What follows belongs to an exercise in optimizing a design on an open flow for small area, a short achievable clock period and few clock cycles per item; a production flow would make more cautious choices. At most, simulation tests tie the RTL to the original design; equivalence was not proved.

## aes_enc
module aes_enc (
    input  wire         clk,
    input  wire         rst,         
    input  wire         start,       
    input  wire [1:0]   key_len,     
    input  wire [255:0] key,         
    input  wire [127:0] din,         
    output wire         ready,       
    output reg          done,        
    output wire [127:0] dout
);
Size: roughly 5800 cells after synthesis.
export LEC_CHECK = 0
export CAP_MARGIN = 20
export CORE_MARGIN = 2
export CORE_UTILIZATION = 45
export PLACE_DENSITY = 0.6
export SLEW_MARGIN = 20
export SYNTH_HIERARCHICAL = 1
create_clock -name core_clock -period 15.0 [get_ports {clk}]
standard.sh (not shown) runs the stock make flow with config.mk's settings and CLKGATE_MAP_FILE= SYNTH_SCRIPT=/design/flow/synth_recipe.tcl, a recipe that flattens the netlist after the stock synthesis.
==> flow/flow/run.sh <==
#!/bin/bash
# Layout flow: the standard flow (standard.sh, unchanged synthesis), with
# plain buf_1 cells as the port buffers instead of the flow's default choice,
# a clock tree of clkbuf_8 cells without dummy loads, and timing repair asked
# for a setup margin (the SDC is unchanged).
set -euo pipefail
bash standard.sh "BUFFER_PORTS_ARGS=-buffer_cell sky130_fd_sc_hd__buf_1" "SETUP_SLACK_MARGIN=10" \
  "CTS_ARGS=-sink_clustering_enable -repair_clock_nets -dont_use_dummy_load -buf_list sky130_fd_sc_hd__clkbuf_8" \
  finish > make_finish.log 2>&1
The baseline finished with timing, DRC and antenna clean.
Testbench counts at the start, summed over its fixed seeds: cycles 28,456, blocks 2,400.
Next try:
--- a/flow/flow/run.sh
+++ b/flow/flow/run.sh
@@ -5,5 +5,5 @@
 # for a setup margin (the SDC is unchanged).
 set -euo pipefail
-bash standard.sh "BUFFER_PORTS_ARGS=-buffer_cell sky130_fd_sc_hd__buf_1" "SETUP_SLACK_MARGIN=10" \
+bash standard.sh "BUFFER_PORTS_ARGS=-buffer_cell sky130_fd_sc_hd__buf_1" "SETUP_SLACK_MARGIN=11" \
   "CTS_ARGS=-sink_clustering_enable -repair_clock_nets -dont_use_dummy_load -buf_list sky130_fd_sc_hd__clkbuf_8" \
   finish > make_finish.log 2>&1
The new run completed with no timing, DRC or antenna violations.
Utilization rose by 15 points.
Hold slack loses 6.4 ps.
Count of clock-buffer cells in the layout drops by 7.
Fmax goes up by about 12%.
Flip-flop and latch count is unchanged.
Die area stays the same.
Wire length increases by about 11%.
Register-to-register slack gets better by 550 ps.
Worst setup slack gains 550 ps.
Via count rises by 9.5%.
Next try:
--- a/flow/flow/run.sh
+++ b/flow/flow/run.sh
@@ -5,5 +5,5 @@
 # for a setup margin (the SDC is unchanged).
 set -euo pipefail
-bash standard.sh "BUFFER_PORTS_ARGS=-buffer_cell sky130_fd_sc_hd__buf_1" "SETUP_SLACK_MARGIN=11" \
+bash standard.sh "BUFFER_PORTS_ARGS=-buffer_cell sky130_fd_sc_hd__buf_1" "SETUP_SLACK_MARGIN=8" \
   "CTS_ARGS=-sink_clustering_enable -repair_clock_nets -dont_use_dummy_load -buf_list sky130_fd_sc_hd__clkbuf_8" \
   finish > make_finish.log 2>&1
=> Core utilization goes down by 16 points. Design area goes down by 24%. Clock-buffer cell count goes up by 2. Final cell count goes down by 6.5%. Worst hold slack stays flat. Global-route usage goes down by 1.6 points. Fmax goes down by about 15%. Routed wire length goes down by 11%. Worst setup slack gets worse by 780 ps.

========
run 1:
aes_enc, a different RTL version from the one above (not shown whole).
Size in the first run: about 4,900 cells after synthesis, roughly 420 flip-flops.
// aes_enc
module aes_enc (
    input  wire         clk,
    input  wire         rst,         
    input  wire         start,       
    input  wire [1:0]   key_len,     
    input  wire [255:0] key,         
    input  wire [127:0] din,         
    output wire         ready,       
    output reg          done,        
    output wire [127:0] dout
);
Settings: LEC_CHECK=0, CAP_MARGIN=20, CORE_MARGIN=2, CORE_UTILIZATION=60, PLACE_DENSITY=0.7, SLEW_MARGIN=20, SYNTH_HIERARCHICAL=1; clock period 15.0 ns.
==> flow/flow/run.sh <==
#!/bin/bash
# Layout flow: the standard flow (standard.sh, unchanged synthesis), with
# plain buf_1 cells as the port buffers instead of the flow's default choice.
set -euo pipefail
bash standard.sh "BUFFER_PORTS_ARGS=-buffer_cell sky130_fd_sc_hd__buf_1" finish > make_finish.log 2>&1
For run 2, these inputs were changed with respect to run 1:
- CORE_UTILIZATION: 60 -> 45
- PLACE_DENSITY: 0.7 -> 0.6
==> flow/flow/run.sh <==
#!/bin/bash
# Layout flow: the standard flow (standard.sh, unchanged synthesis), with
# plain buf_1 cells as the port buffers instead of the flow's default choice,
# and timing repair asked for a setup margin (the SDC is unchanged).
set -euo pipefail
bash standard.sh "BUFFER_PORTS_ARGS=-buffer_cell sky130_fd_sc_hd__buf_1" "SETUP_SLACK_MARGIN=8" finish > make_finish.log 2>&1
Findings:
When run 2 is set beside run 1, its slew at the pin closest to its max-slew limit turns out to be 0.18 ns larger.
The final layouts of run 1 and run 2 pass the timing, design-rule and antenna checks.
[run 2 vs run 1] met2 usage: lower in run 2
Run 2 ended up with more standard cells than run 1.
Non-clock buffering overhead in the final layout: run 2 < run 1
Comparing run 1 and run 2, the higher maximum fanout along the worst path was measured on run 2.
Changes observed in run 2 relative to run 1: final period utilization decreased by 5.8 points relative to the old numbers, fmax increased by 16 MHz relative to the old numbers, share of cell area taken by flip-flops and latches decreased by 1.0 points relative to the old numbers, count of clock-buffer cells in the layout increased by 4 relative to the old numbers.
Edits applied to the flow inputs when going from run 2 to run 3:
diff --git a/flow/flow/run.sh b/flow/flow/run.sh
--- a/flow/flow/run.sh
+++ b/flow/flow/run.sh
@@ -6 +6 @@
-bash standard.sh "BUFFER_PORTS_ARGS=-buffer_cell sky130_fd_sc_hd__buf_1" "SETUP_SLACK_MARGIN=8" finish > make_finish.log 2>&1
+bash standard.sh "BUFFER_PORTS_ARGS=-buffer_cell sky130_fd_sc_hd__buf_1" "SETUP_SLACK_MARGIN=8.7" finish > make_finish.log 2>&1
Notes after the runs:
- [diff] first-pass GRT wire length, run 3 relative to run 2: regression
- From run 2 to run 3, number of antenna-violating nets in the routed design did not move at all.
- | number of iterations in the first detailed-routing pass | higher: run 3 |
- Relative to run 2, global-route total usage across every layer increased by 0.55 points in run 3.
- Instance count after placement with tap cells included across run 3 and run 2: no real change.
- Largest driver fanout on the critical path, run 3 and run 2, higher one = run 2.
- Between run 2 and run 3, buffering overhead increased.
- | met1 global-route usage | lower: run 2 |
- Number of fill cells in the layout in run 3 is 889 below run 2.
Function was not checked in any run of this note: the RTL went through the layout flow alone.

==> afterwards: timing with drivers on the ports <==
In the flow no input, the clock included, has a driving cell. The finished layouts below were timed again as built, in two steps. Step 1 sets driving cells, clkbuf_16 on the clock port and buf_2 on the other inputs (assumed; they add their load-dependent delay and slew). Step 2 moves the port delays by t, midway between the first and last clock arrival at a register: inputs arrive t later, outputs are due t later. That takes back most of the time a late clock gives input paths. Three values: no drivers, after step 1, after step 2; two values: the first two.
| run | shift t [ns] | setup slack, ns | worst hold slack (ns) | latest minus earliest clock arrival (ns) | worst slew at a driven data input, ns |
|---|---|---|---|---|---|
| the first run of note 1 | 0.946 | 10.045 / 10.045 / 9.876 | 0.300 / 0.300 / 0.300 | 0.080 / 0.080 | 0.11 |
| the second run of note 1 | 0.942 | 10.591 / 10.524 / 10.212 | 0.294 / 0.294 / 0.294 | 0.103 / 0.103 | 0.17 |
| the third run of note 1 | 0.950 | 9.809 / 9.809 / 9.809 | 0.295 / 0.295 / 0.295 | 0.086 / 0.087 | 0.07 |
| run 1 | 0.678 | 7.086 / 7.086 / 7.086 | 0.430 / 0.430 / 0.430 | 0.021 / 0.022 | 0.12 |
| run 2 | 0.704 | 7.961 / 7.961 / 7.961 | 0.432 / 0.432 / 0.432 | 0.064 / 0.064 | 0.13 |
| run 3 | 0.697 | 8.732 / 8.732 / 8.732 | 0.436 / 0.436 / 0.436 | 0.062 / 0.063 | 0.14 |
After both steps every run listed still meets setup and hold. For the second run of note 1, which loses most, drivers alone change the setup slack by -0.067 ns; drivers and shift together by -0.379 ns.
